Source: an optimization exercise on an open RTL-to-GDS flow (aim: small area, a short achievable clock period and few clock cycles). Production flows keep margins and buffers that such runs may drop.
Where RTL was checked, it was by simulation tests only, not by an equivalence proof against the original.
No activity file was given, so power comes from the tool's default toggle rates.

// pvc_decoder
module pvc_decoder (
    input  wire        clk,
    input  wire        rst,
    input  wire        s_valid,
    output wire        s_ready,
    input  wire [19:0] s_last,
    input  wire [19:0] s_desc,
    input  wire        s_eob,
    input  wire [13:0] s_bits,
    input  wire        b_valid,
    output wire        b_ready,
    input  wire [19:0] b_data,
    output reg         r_valid,
    output reg  [19:0] r_value,
    output reg         v_valid,
    output reg         v_ok,
    output wire [13:0] v_used
);
    reg        dfull;           
    reg [2:0]  dmode;
    reg [3:0]  dq;
    reg        disd;            
    reg [4:0]  dw1;             
    reg [5:0]  dkb;             
    reg [19:0] dlast;
    reg        deob;
    reg        dfirst;          
    reg        nfirst;          
    reg        gd, gn;          
    reg        sr;              
    reg [13:0] brem;
    reg [2:0]  ib;
    reg        past;            
    reg        drain;           
    reg [19:0] s0, s1, s2;
    reg [2:0]  v;
    reg [4:0]  p;               
    reg [19:0] ph;              
    reg        vvalid;
    reg [19:0] vy;              
    reg [19:0] vlast;
    reg [3:0]  vsh;             
    reg        vadd;            
    reg        vkeep;           
    reg        veob;
    reg [4:0]  vw;
    reg        vok;
    reg        vfirst;
    reg [13:0] acc;
    assign s_ready = sr;
    assign b_ready = !v[2];
    assign v_used  = acc;
    wire take   = s_valid && sr;
    wire arrive = b_valid && !v[2];
    wire g      = disd ? gd : gn;
    wire dec    = dfull && g;
    wire [59:0] win = {ib[2] ? s2 : 20'd0, ib[1] ? s1 : 20'd0, ib[0] ? s0 : 20'd0};
    wire [4:0]  pk = p + (disd ? 5'd4 : (dmode == 3'd3 || dmode == 3'd4) ? 5'd1 : 5'd0);
    wire [34:0] xa = pk[4] ? {8'd0, win[42:16]} : win[34:0];
    wire [26:0] xb = pk[3] ? xa[34:8] : xa[26:0];
    wire [22:0] xc = pk[2] ? xb[26:4] : xb[22:0];
    wire [20:0] xd = pk[1] ? xc[22:2] : xc[20:0];
    wire [19:0] x  = pk[0] ? xd[20:1] : xd[19:0];
    wire       isp = (dmode == 3'd3) || (dmode == 3'd4);    
    wire [22:0] wl = {s1[2:0] & {3{ib[1]}}, s0};
    wire [3:0]  L;
    genvar gx, gj;
    generate for (gx = 0; gx < 4; gx = gx + 1) begin : g_l
        wire [19:0] t;
  ...
==> flow/config.mk <==
export PLATFORM = sky130hd
export DESIGN_NAME = pvc_decoder
export DESIGN_NICKNAME = pvc_decoder
export VERILOG_FILES = /design/flow/design.v
export SDC_FILE = /design/flow/constraint.sdc
export NUM_CORES = 4
export LEC_CHECK = 0
export ABC_AREA = 1
export CAP_MARGIN = 20
export CORE_MARGIN = 2
export CORE_UTILIZATION = 40
export CTS_CLUSTER_DIAMETER = 250
export CTS_CLUSTER_SIZE = 18
export SLEW_MARGIN = 20
export SYNTH_HIERARCHICAL = 1
export TNS_END_PERCENT = 5
==> flow/constraint.sdc <==
create_clock -name core_clock -period 12.0 [get_ports {clk}]
set_input_delay 2.4000 -clock core_clock [delete_from_list [all_inputs] [get_ports {clk}]]
set_output_delay 2.4000 -clock core_clock [all_outputs]
set_load 0.01 [all_outputs]
standard.sh (not shown) runs the stock make flow with config.mk's settings and CLKGATE_MAP_FILE= SYNTH_SCRIPT=/design/flow/synth_recipe.tcl, a recipe that flattens the netlist after the stock synthesis.
==> flow/flow/run.sh <==
#!/bin/bash
set -euo pipefail
export SETUP_SLACK_MARGIN=8
bash standard.sh > standard_flow.log 2>&1
Edit:
--- a/flow/config.mk
+++ b/flow/config.mk
@@ -10,6 +10,5 @@
 export CORE_MARGIN = 2
 export CORE_UTILIZATION = 40
-export CTS_CLUSTER_DIAMETER = 250
-export CTS_CLUSTER_SIZE = 18
+export CTS_CLUSTER_SIZE = 24
 export SLEW_MARGIN = 20
 export SYNTH_HIERARCHICAL = 1
Outcome:
- combinational power stays flat
- worst setup slack loses 0.051 ns
- final cell count climbs slightly
- flip-flop and latch count does not change
- synthesized area stays the same
- cell area climbs by a few percent
No run of this note included a check of the RTL's function; only the layout flow was run.

* * *

v7:
pvc_decoder, a different RTL version from the one above (not shown whole).
For scale: roughly 240 flip-flops, roughly 120 I/O pins, roughly 0.016 mm² of cells after synthesis.
==> flow/config.mk <==
export PLATFORM = sky130hd
export DESIGN_NAME = pvc_decoder
export DESIGN_NICKNAME = pvc_decoder
export VERILOG_FILES = /design/flow/design.v
export SDC_FILE = /design/flow/constraint.sdc
export NUM_CORES = 4
export LEC_CHECK = 0
export ABC_AREA = 1
export CAP_MARGIN = 20
export CORE_MARGIN = 2
export CORE_UTILIZATION = 40
export CTS_CLUSTER_DIAMETER = 250
export CTS_CLUSTER_SIZE = 18
export SLEW_MARGIN = 20
export SYNTH_HIERARCHICAL = 1
export TNS_END_PERCENT = 1
==> flow/constraint.sdc <==
create_clock -name core_clock -period 12.0 [get_ports {clk}]
set_input_delay 2.4000 -clock core_clock [delete_from_list [all_inputs] [get_ports {clk}]]
set_output_delay 2.4000 -clock core_clock [all_outputs]
set_load 0.01 [all_outputs]
Scripts as last shown in full above: flow/flow/run.sh
Testbench counts of v7, summed over its fixed seeds: cycles 31,734.
The following lists how v27 was set up differently from v7:
Settings: TNS_END_PERCENT: 1 -> 5.
-- flow/flow/run.sh --
<<< v7, line 3
export SETUP_SLACK_MARGIN=8
>>> v27, line 3
export SETUP_SLACK_MARGIN=7.6
Results
- Per the comparison of v27 with v7, number of non-filler instances in the completed layout comparable, sequential share of layout area neither gained nor lost much, reg2reg setup slack fell 130 ps, multi-input combinational area share -0.21 points, cell area +about 0.33%.
- v27 does worse than v7 on least setup slack across all paths after layout.
## Diff of input files: v42 against v27
-- flow/flow/run.sh --
<<< v27, line 3
export SETUP_SLACK_MARGIN=7.6
>>> v42, line 3
export SETUP_SLACK_MARGIN=8.2
[summary]
- Register-to-register slack (v42 over v27): increase, 140 ps
- The total power of v42 exceeds that of v27 by about 0.65%.
- Higher portion of the clock cycle consumed by the worst path in the final layout among v27 and v42: v27
- Changes observed in v42 relative to v27: sequential share of layout area neither gained nor lost much, critical path data required time has increased.
What v40 does differently from v42 at the input level:
Settings: CORE_UTILIZATION changed from 40 to 50.
-- flow/flow/run.sh --
<<< v42, line 3
export SETUP_SLACK_MARGIN=8.2
>>> v40, line 3
export SETUP_SLACK_MARGIN=8
Findings:
Footprint of the multi-input gates: v40 vs v42 up about 0.56%
The post-CTS setup buffer count in v40 sits 4 above the value recorded for v42.
On hold slack, the higher figure sits with v42, not v40.
Diff v42 -> v40: area used by sequential logic in the layout did not really move, clock-buffer cell count has increased, final standard cell count with taps included and fillers excluded lower.
v40 vs v42 on fraction of power consumed by sequential logic: v40 is the higher one.
Relative to v42, the post-route cell area of v40 is higher by 84 µm².
Measured against each other, v40 and v42 differ in required time of the critical path, the lower figure coming from v40.
For non-clock buffer count, dividing the value from v42 by the value from v40 gives 0.915.
--- input diff v40..v23 ---
Settings: CORE_UTILIZATION now 40, was 50; TNS_END_PERCENT now 1, was 5.
-- flow/flow/run.sh --
<<< v40, line 4
>>> v23, line 4
export BUFFER_PORTS_ARGS="-buffer_cell sky130_fd_sc_hd__buf_4"
==> comparison <==
- When the final numbers for v23 and v40 were put side by side, the count of cells resized by post-cts repair turned out to be greater in v40.
- v40 has higher maximum number of pins on one net before global-route repair than v23.
- v23 vs v40 — switching share of power dropped 0.16 points.
- | proportion of power drawn by flip-flops and latches | v23 vs v40 | 0.3 points higher |
- [compare] base=v40 new=v23: post-synth net total did not really move, smallest setup slack after layout shows an increase of 75 ps.
### v23 -> v13
Settings: TNS_END_PERCENT now 5, was 1.
-- flow/flow/run.sh --
<<< v23, line 4
export BUFFER_PORTS_ARGS="-buffer_cell sky130_fd_sc_hd__buf_4"
>>> v13, line 4
Notes after the runs:
Instance area at placement (higher): v13. Going from v23 to v13, fraction of area in multi-input gates shrinks by 0.64 points. On v13: total power is 1.1% higher than what v23 gave. Sort v23 and v13 by sequential share of layout area asc -> top: v13. Non-clock buffer instance count of the final layout: lower on v13.

* * *

Setup of run 1:
The RTL this note starts from:
==> flow/design.v <==
module pvc_decoder (
    input  wire        clk,
    input  wire        rst,
    input  wire        s_valid,
    output wire        s_ready,
    input  wire [19:0] s_last,
    input  wire [19:0] s_desc,
    input  wire        s_eob,
    input  wire [13:0] s_bits,
    input  wire        b_valid,
    output wire        b_ready,
    input  wire [19:0] b_data,
    output reg         r_valid,
    output reg  [19:0] r_value,
    output reg         v_valid,
    output reg         v_ok,
    output wire [13:0] v_used
);
    reg        dfull;           
    reg [2:0]  dmode;
    reg [3:0]  dq;
    reg        disd;            
    reg [19:0] dlast;
    reg        deob;
    reg        dfirst;          
    reg        nfirst;          
    reg        gd, gn;          
    reg        sr;              
    reg [13:0] brem;
    reg [2:0]  ib;
    reg        past;            
    reg        drain;           
    reg [19:0] s0, s1, s2;
    reg [2:0]  v;
    reg [4:0]  p;               
    reg        vvalid;
    reg [19:0] vy;              
    reg [19:0] vlast;
    reg [3:0]  vsh;             
    reg        vadd;            
    reg        vkeep;           
    reg        veob;
    reg [4:0]  vw;
    reg        vok;
    reg        vfirst;
    reg [13:0] acc;
    assign s_ready = sr;
    assign b_ready = !v[2];
    assign v_used  = acc;
    wire take   = s_valid && sr;
    wire arrive = b_valid && !v[2];
    wire g      = disd ? gd : gn;
    wire dec    = dfull && g;
    wire [59:0] win = {ib[2] ? s2 : 20'd0, ib[1] ? s1 : 20'd0, ib[0] ? s0 : 20'd0};
    wire [38:0] xa = p[4] ? {12'd0, win[42:16]} : win[38:0];
    wire [30:0] xb = p[3] ? xa[38:8] : xa[30:0];
    wire [26:0] xc = p[2] ? xb[30:4] : xb[26:0];
    wire [24:0] xd = p[1] ? xc[26:2] : xc[24:0];
    wire [23:0] x  = p[0] ? xd[24:1] : xd[23:0];
    wire       isp = (dmode == 3'd3) || (dmode == 3'd4);    
    wire [3:0] L   = x[3:0];
    wire       P   = x[0];
    reg  [4:0] w1, w0;           
    always @* begin
        case (dmode)
            3'd0:    begin w1 = 5'd20;               w0 = 5'd20; end
            3'd2:    begin w1 = 5'd20 - {1'b0, dq};  w0 = w1;    end
            3'd3:    begin w1 = 5'd21;               w0 = 5'd1;  end
            default: begin w1 = 5'd21 - {1'b0, dq};  w0 = 5'd1;  end
        endcase
    end
    wire [4:0] w = disd ? ((L == 4'd0) ? 5'd24 : {1'b0, L} + 5'd4) : (P ? w1 : w0);
    wire [4:0] cg = p & w, ct = p ^ w;
    wire c1 = cg[0];
    wire c2 = cg[1] | ct[1] & cg[0];
    wire c3 = cg[2] | ct[2] & cg[1] | ct[2] & ct[1] & cg[0];
    wire c4 = cg[3] | ct[3] & cg[2] | ct[3] & ct[2] & cg[1] | ct[3] & ct[2] & ct[1] & cg[0];
    wire c5 = cg[4] | ct[4] & c4;
    wire [5:0] s = {c5, ct ^ {c4, c3, c2, c1, 1'b0}};
    wire [1:0] A = (s >= 6'd40) ? 2'd2 : (s >= 6'd20) ? 2'd1 : 2'd0;
    reg  [4:0] pw;
    always @* begin
        case (A)
            2'd0:    pw = s[4:0];
            2'd1:    pw = s[4:0] + 5'd12;      
            default: pw = s[4:0] + 5'd24;      
        endcase
    end
    wire phi = (pw >= 5'd17);
    wire        bhi = |brem[13:6];
    wire [6:0]  tb  = {1'b0, brem[5:0]} - {2'b0, p};    
    function gt_w(input [4:0] ww);                        
        gt_w = !bhi && ($signed(tb) < $signed({2'b0, ww}));
    endfunction
    function eq_w(input [4:0] ww);                        
        eq_w = !bhi && (tb == {2'b0, ww});
    endfunction
    wire [15:0] gtd, eqd;
    genvar gx;
    generate for (gx = 0; gx < 16; gx = gx + 1) begin : g_cmp
        assign gtd[gx] = gt_w(gx == 0 ? 5'd24 : 5'(gx + 4));
        assign eqd[gx] = eq_w(gx == 0 ? 5'd24 : 5'(gx + 4));
    end endgenerate
    wire s_gt = disd ? gtd[L] : P ? gt_w(w1) : gt_w(w0);
    wire s_eq = disd ? eqd[L] : P ? eq_w(w1) : eq_w(w0);
    wire [14:0] dmask;
    generate for (gx = 0; gx < 15; gx = gx + 1) begin : g_mask
        assign dmask[gx] = (L > gx);
    end endgenerate
    wire [15:0] dsx  = {x[18:4], 1'b0};
    wire        dsgn = dsx[L];
    wire [19:0] dext = {{5{dsgn}}, (x[18:4] & dmask) | ({15{dsgn}} & ~dmask)};
    wire [19:0] y    = disd ? ((L == 4'd0) ? x[23:4] : dext) : (isp ? x[20:1] : x[19:0]);
    wire ib3 = bhi || (brem[5:0] > 6'd60);
    wire ib4 = |brem[13:7] || (brem[6:0] > 7'd80);
    wire [4:0] ibx = {ib4, ib3, ib};
    wire [1:0] nib = ib[2] ? 2'd3 : ib[1] ? 2'd2 : ib[0] ? 2'd1 : 2'd0;
    wire [1:0] deo = ib[1] ? 2'd2 : ib[0] ? 2'd1 : 2'd0;     
    reg [1:0] d;
    always @* begin
        d = 2'd0;
        if (drain)
            d = (v[0] && ib[0]) ? 2'd1 : 2'd0;
        else if (dec)
            d = deob ? deo : ((A < nib) ? A : nib);
    end
    wire [2:0] v_sh  = (d == 2'd0) ? v : (d == 2'd1) ? {1'b0, v[2:1]} : {2'b00, v[2]};
    wire [2:0] v_nxt = arrive ? {v_sh[1:0], 1'b1} : v_sh;
    wire ctx = sr && nfirst;
    wire [13:0] bsub = (d == 2'd0) ? brem :
                       (d == 2'd1) ? (ib[1] ? brem - 14'd20 : 14'd0) :
                                     (ib[2] ? brem - 14'd40 : 14'd0);
    wire [2:0] ibsub = (d == 2'd0) ? ib : (d == 2'd1) ? ibx[3:1] : ibx[4:2];
    wire [2:0] ibnew = {s_bits > 14'd40, s_bits > 14'd20, s_bits != 14'd0};
    wire drain_nxt = dec ? (deob && ib[2]) : (drain && (d == 2'd1 ? ib[1] : ib[0]));
    wire [4:0] p_nxt = dec ? (deob ? 5'd0 : pw) : p;
    wire dfull_nxt = take || (dfull && !dec);
    wire deob_nxt  = sr ? s_eob : deob;
    wire [1:0] nva  = v[2] ? 2'd3 : v[1] ? 2'd2 : v[0] ? 2'd1 : 2'd0;
    wire [2:0] nvb  = {1'b0, nva} + {2'b0, arrive};            
    wire       n2   = (d == 2'd0) ? (nvb >= 3'd2) : (d == 2'd1) ? (nvb >= 3'd3) : 1'b0;
    wire       n3   = (d == 2'd0) && (nvb == 3'd3);
    wire       allk = !ibx[nvb];                                
    wire       okn  = allk || n2;
    wire       okd  = allk || n3 || (n2 && !phi);
    wire       oke  = n2;
    wire       alls = !ctx && allk;
    wire       oksn = alls || n2;
    wire       oksd = alls || n3 || (n2 && p < 5'd17);
    wire gd_nxt = !drain_nxt && (dec ? (deob ? oke : okd) : oksd);
    wire gn_nxt = !drain_nxt && (dec ? (deob ? oke : okn) : oksn);
    wire isd_nxt = sr ? (s_desc[19:17] == 3'd1) : disd;
    wire [2:0] gib = ctx ? 3'b111 : ibsub;
    wire blk_nxt = !drain_nxt && !(deob_nxt && gib[2]);
    wire sr_nxt  = blk_nxt && (!dfull_nxt || (isd_nxt ? gd_nxt : gn_nxt));
    wire [19:0] z = vy << vsh;
    wire [19:0] r = vadd ? vlast + vy : vkeep ? vlast : z;
    always @(posedge clk) begin
        if (rst) begin
            dfull   <= 1'b0;
            nfirst  <= 1'b1;
            gd      <= 1'b0;
            gn      <= 1'b0;
            sr      <= 1'b0;
            v       <= 3'd0;
            p       <= 5'd0;
            drain   <= 1'b0;
            vvalid  <= 1'b0;
            r_valid <= 1'b0;
            v_valid <= 1'b0;
        end else begin
            dfull   <= dfull_nxt;
            gd      <= gd_nxt;
            gn      <= gn_nxt;
            sr      <= sr_nxt;
            v       <= v_nxt;
            p       <= p_nxt;
            drain   <= drain_nxt;
            if (take)
                nfirst <= s_eob;
            vvalid  <= dec;
            r_valid <= vvalid;
            v_valid <= vvalid && veob;
        end
        if (sr) begin
            dmode  <= s_desc[19:17];
            disd   <= (s_desc[19:17] == 3'd1);
            dq     <= s_desc[15:12];
            dlast  <= s_last;
            deob   <= s_eob;
            dfirst <= nfirst;
        end
        brem <= ctx ? s_bits : bsub;
        ib   <= ctx ? ibnew : ibsub;
        if (ctx)
            past <= 1'b0;
        else if (dec)
            past <= past || s_gt;
        case (d)
            2'd0: begin
                if (!v[0]) s0 <= b_data;
                if (!v[1]) s1 <= b_data;
                if (!v[2]) s2 <= b_data;
            end
            2'd1: begin
                s0 <= v[1] ? s1 : b_data;
                s1 <= v[2] ? s2 : b_data;
                s2 <= b_data;
            end
            default: begin
                s0 <= v[2] ? s2 : b_data;
                s1 <= b_data;
                s2 <= b_data;
            end
        endcase
        vy     <= y;
        vlast  <= dlast;
        vsh    <= (dmode == 3'd2 || dmode == 3'd4) ? dq : 4'd0;
        vadd   <= disd && (L != 4'd0);
        vkeep  <= isp && !P;
        veob   <= deob;
        vw     <= w;
        vok    <= !past && s_eq;
        vfirst <= dfirst;
        r_value <= r;
        v_ok    <= vok;
        if (vvalid)
            acc <= (vfirst ? 14'd0 : acc) + {9'd0, vw};
    end
endmodule
export LEC_CHECK = 0
export ABC_AREA = 1
export CAP_MARGIN = 20
export CORE_MARGIN = 2
export CORE_UTILIZATION = 40
export SLEW_MARGIN = 20
create_clock -name core_clock -period 12.0 [get_ports {clk}]
==> flow/flow/run.sh <==
#!/bin/bash
set -euo pipefail
export SETUP_SLACK_MARGIN=8.5
bash standard.sh > standard_flow.log 2>&1
Setup changes, run 1 to run 2
==> flow/run.sh (new file) <==
#!/bin/bash
# synth_recipe.tcl (not shown) runs the flow's synth.tcl, then flattens the netlist and writes it again
# the make line also repeats each setting of config.mk as NAME=value (left out here)
make -C /OpenROAD-flow-scripts/flow DESIGN_CONFIG=/design/flow/config.mk WORK_HOME=/design/flow/orfs CLKGATE_MAP_FILE= SYNTH_SCRIPT=/design/flow/synth_recipe.tcl finish
removed: flow/flow/run.sh
removed: flow/standard.sh
Results
Run 2 ended up with a lower final core utilization than run 1 did.
Run 1 ended up with fa_1 as its cell with the largest stage delay on the worst path; run 2 ended up with edfxtp_1.
Re sequential share of cell area: run 2 and run 1 aren't equal, and the lower value belongs to run 1.
Total detailed-routing wirelength came out lower on run 2 than on run 1.
> inputs changed (run 2 -> run 3)
- setting SETUP_SLACK_MARGIN to 5 for the first time
==> comparison <==
The lower routed wirelength normalized by instance count of run 2 and run 3 is in run 2.
On maximum vdd ir drop, the higher figure sits with run 3, not run 2.
Run 3 went all the way through synthesis, placement and routing and the layout is clean on timing, DRC and antenna.
Higher leakage dissipation was reported by run 3, not run 2.
Looking only at clock share of power, and setting everything else aside, the higher value of run 2 and run 3 goes to run 2.
Compared with run 2, run 3 shows first-pass iteration count of the detailed router higher by 1.
Share of the final layout cell area in multi-input gates across run 2 and run 3: no real change.
Fraction of met1 tracks used by global routing delta (run 3 -> run 2): insignificant
On run 3: maximum operating frequency is about 35% higher than what run 2 gave.
Run 3 vs. run 2: remaining max-slew budget at the tightest pin has decreased; worst setup slack has increased.
No functional check of the RTL was part of any run of this note.

-- separate check: timing with driven ports --
Ports are ideal in the flow. The routed layouts listed here were re-timed in OpenROAD. Step 1, drivers: a clkbuf_16 drives clk and a buf_2 each remaining input, both assumed. Step 2 adds t to the input delays and takes it off the output delays; t is the mean of the earliest and latest rising clock arrival at the registers after step 1. Input paths then give back, and output paths get back, about the clock's delay inside the block. Slacks: ideal / step 1 / step 2; pairs: ideal / step 1.
run | t (ns) | slack for setup (ns) | hold WS [ns] | worst slew at a driven data input, ns | pins driven straight from the clock port
the first run of note 1 | 0.580 | 7.804 / 7.804 / 7.551 | 0.337 / 0.337 / 0.337 | 0.04 | 1
the second run of note 1 | 0.617 | 7.752 / 7.752 / 7.537 | 0.330 / 0.330 / 0.330 | 0.04 | 1
v7 | 0.568 | 7.990 / 7.952 / 7.589 | 0.336 / 0.336 / 0.336 | 0.04 | 1
v27 | 0.556 | 7.722 / 7.670 / 7.578 | 0.342 / 0.342 / 0.342 | 0.04 | 1
v42 | 0.574 | 8.003 / 7.954 / 7.567 | 0.337 / 0.337 / 0.337 | 0.04 | 1
v40 | 0.558 | 7.852 / 7.801 / 7.594 | 0.330 / 0.330 / 0.330 | 0.04 | 1
v23 | 0.563 | 7.927 / 7.927 / 7.927 | 0.337 / 0.337 / 0.337 | 0.04 | 1
v13 | 0.571 | 8.000 / 7.947 / 7.569 | 0.336 / 0.336 / 0.336 | 0.04 | 1
run 1 | 0.595 | 6.480 / 6.480 / 6.480 | 0.325 / 0.325 / 0.325 | 0.04 | 1
run 2 | 0.577 | 3.240 / 3.240 / 3.240 | 0.327 / 0.327 / 0.327 | 0.05 | 1
run 3 | 0.577 | 5.530 / 5.530 / 5.530 | 0.327 / 0.327 / 0.327 | 0.05 | 1
After both steps every run listed still meets setup and hold. The setup slack of v42, which loses most, moves by -0.049 ns with the drivers and by -0.436 ns with both steps.
